Source: an optimization exercise on an open RTL-to-GDS flow (aim: small area, a short achievable clock period and few clock cycles). Production flows keep margins and buffers that such runs may drop.
The RTL was checked by simulation tests, not by an equivalence proof against the original design.

amber:
// clover_chain
module clover_chain (
    input  wire         clk,
    input  wire         rst,           
    input  wire         clear,         
    input  wire         start,         
    output wire         ready,
    input  wire [15:0]  in_y,          
    input  wire [15:0]  in_r,          
    input  wire [15:0]  in_f,          
    input  wire [15:0]  in_cout,       
    input  wire         in_fb,         
    input  wire         in_preload,    
    input  wire [2:0]   in_hstage,     
    input  wire         in_slewing,    
    input  wire         in_clamp_pos,  
    input  wire         in_clamp_neg,  
    output wire [2:0]   cfg_sel,       
    input  wire [15:0]  cfg_op,        
    input  wire [255:0] cfg_par,       
    output reg          done,
    output reg  [15:0]  out_b,         
    output reg  [3:0]   out_sat        
);
    reg  [2:0] ph;
    reg        ph7;         
    reg  [2:0] sel;         
    reg        run;         
    reg  [7:0] valid;
    reg        rdy;         
    assign ready   = rdy;
    assign cfg_sel = sel;
    wire take = ph7 && start && !clear;
    reg signed [15:0] a_y, a_r, a_f, a_cout, a_e;
    reg        a_fb, a_pre, a_slew, a_cp, a_cn;
    reg [2:0]  a_hs;
    wire [15:0] in_e = in_r - in_y;
    wire signed [16:0] a_cf = {a_cout[15], a_cout} - {a_f[15], a_f};
    reg [11:0]  c_op;
    reg [255:0] c_par;
    wire [3:0] op = c_op[11:8];
    wire [3:0] sa = c_op[7:4];
    wire [3:0] sb = c_op[3:0];
    wire signed [15:0] p1  = c_par[ 15:  0];
    wire signed [15:0] p2  = c_par[ 31: 16];
    wire signed [15:0] p3  = c_par[ 47: 32];
    wire signed [15:0] p4  = c_par[ 63: 48];
    wire signed [15:0] p5  = c_par[ 79: 64];
    wire signed [15:0] p6  = c_par[ 95: 80];
    wire signed [15:0] p7  = c_par[111: 96];
    wire signed [15:0] p8  = c_par[127:112];
    wire signed [15:0] p9  = c_par[143:128];
    wire signed [15:0] p10 = c_par[159:144];
    reg is_gain, is_sum, is_pid, is_bq, is_ll, is_lim, is_rate, is_lut, is_db, is_sel, is_st, is_nz;
    reg is_alu;                        
    reg pid_pre;                       
  ...
Size: ~22,000 cells after synthesis, about 370 I/O pins, about 170,000 sq um of cells after synthesis.
==> flow/config.mk <==
export PLATFORM = sky130hd
export DESIGN_NAME = clover_chain
export DESIGN_NICKNAME = clover_chain
export VERILOG_FILES = /design/flow/design.v
export SDC_FILE = /design/flow/constraint.sdc
export NUM_CORES = 8
export LEC_CHECK = 0
export ABC_AREA = 1
export CAP_MARGIN = 70
export CORE_MARGIN = 2
export CORE_UTILIZATION = 40
export SLEW_MARGIN = 70
==> flow/constraint.sdc <==
create_clock -name core_clock -period 70.0 [get_ports {clk}]
set_input_delay 14.0000 -clock core_clock [delete_from_list [all_inputs] [get_ports {clk}]]
set_output_delay 14.0000 -clock core_clock [all_outputs]
set_load 0.01 [all_outputs]
run.sh (not shown) runs the stock make flow with config.mk's settings and CLKGATE_MAP_FILE= SYNTH_SCRIPT=/design/flow/synth_recipe.tcl, a recipe that flattens the netlist after the stock synthesis.
Testbench counts of amber, summed over its fixed seeds: cycles 49,400.
--- input diff amber..harbor ---
Settings: changing SLEW_MARGIN from 70 to 50; changing CAP_MARGIN from 70 to 50; changing CORE_UTILIZATION from 40 to 45.
Findings:
- harbor completed end to end with timing, DRC and antenna clean.
- Re compound-gate portion of the synthesized area: no difference whatsoever between harbor and amber.
- Between harbor and amber, the difference in H-tree level count is negligible.
- Going from amber to harbor, first-pass GRT wire length lower; register fraction of the total cell area higher; routed wire length lower; number of ordinary and repair buffers in the finished layout lower; worst slack after detailed placement lower.
Setup changes, harbor to ember
Settings: swapping 50 for 90 in SLEW_MARGIN; swapping 45 for 40 in CORE_UTILIZATION; swapping 50 for 90 in CAP_MARGIN.
[summary]
No final results exist for ember, since it was stopped by error GRT-0116 during global routing. Instance area after placement for ember is higher than for harbor. ember vs. harbor: initial core utilization went down by 5.1 points. ember vs. harbor: number of rows in the core area climbed 6.2%, placement-stage worst setup slack dropped 39.49 ns, last weighted congestion value of the routability-driven placer dropped about 2.5%, half-perimeter wire length of the detailed placement result climbed 89%, die width climbed 6.0%. Per the comparison of ember with harbor, sequential share of the synthesized area roughly the same; cell count after placement increased 12,100; top-level port count stayed essentially flat; average cell area after synthesis stayed essentially flat.
Setup changes, ember to tundra
Settings: a change of CORE_UTILIZATION from 40 to 45; a change of CAP_MARGIN from 90 to 70; a change of SLEW_MARGIN from 90 to 70.
### Flow results
- Having completed the whole flow, tundra delivered a layout that passed the timing, DRC and antenna checks.
- Relative to ember, the instance area at placement measured on tundra has decreased by more than a quarter.
- The routability congestion estimate from global placement of tundra exceeds that of ember by 2.6%.
- Summed instance area of the synthesized netlist: ember vs tundra identical
- Per the comparison of tundra with ember, sum of net half-perimeters after detailed placement lower, number of buffers created by CTS lower, cell total after placement lower, number of clock sinks roughly the same, post-place setup slack higher.
- Die span in y | tundra below ember
- Re area fraction in compound gates after synthesis: no difference whatsoever between tundra and ember.
- Width of the die is higher on ember

* * *

clover_chain again, from the RTL that the note above started with.
clock: 70.0 ns
lec_check: 0
abc_area: 1
cap_margin: 70
core_margin: 2
core_utilization: 50
slew_margin: 70
Testbench counts at the start, summed over its fixed seeds: cycles 49,400.
Then changed:
- CAP_MARGIN: 70 -> 50
- CORE_UTILIZATION: 50 -> 40
- SLEW_MARGIN: 70 -> 50
Result:
- The changed run finished clean
- design area is lower by a few percent
- global-route usage goes down by 8.2 points
- maximum frequency drops by a few percent
- die area came out higher by a quarter to a third
- via count falls by a few percent
- non-clock buffer count drops by 122
- utilization went down by 13 points

## afterwards: timing with drivers on the ports
The results above use ideal ports. As a check the final layouts listed here were re-extracted and re-timed, cells and wires unchanged. Step 1 sets driving cells, clkbuf_16 on the clock port and buf_2 on the other inputs (assumed; they add their load-dependent delay and slew). Step 2 adds t to the input delays and takes it off the output delays; t is the mean of the earliest and latest rising clock arrival at the registers after step 1. Input paths then give back, and output paths get back, about the clock's delay inside the block. Slacks: ideal / step 1 / step 2; pairs: ideal / step 1.
| run | t, ns | slack for setup (ns) | slew at the worst register clock pin (ns) | worst data-port slew with drivers (ns) | cell pins on the clock port's net |
|---|---|---|---|---|---|
| amber | 1.039 | 53.053 / 53.053 / 53.053 | 0.08 / 0.08 | 0.20 | 1 |
| harbor | 1.067 | 51.749 / 51.749 / 51.749 | 0.09 / 0.09 | 0.14 | 1 |
| tundra | 1.024 | 52.825 / 52.825 / 52.825 | 0.09 / 0.09 | 0.14 | 1 |
| the first run of note 2 | 1.034 | 52.702 / 52.702 / 52.702 | 0.08 / 0.08 | 0.23 | 1 |
| the second run of note 2 | 1.032 | 52.259 / 52.259 / 52.259 | 0.08 / 0.08 | 0.21 | 1 |
After both steps setup and hold are still met in every run listed.
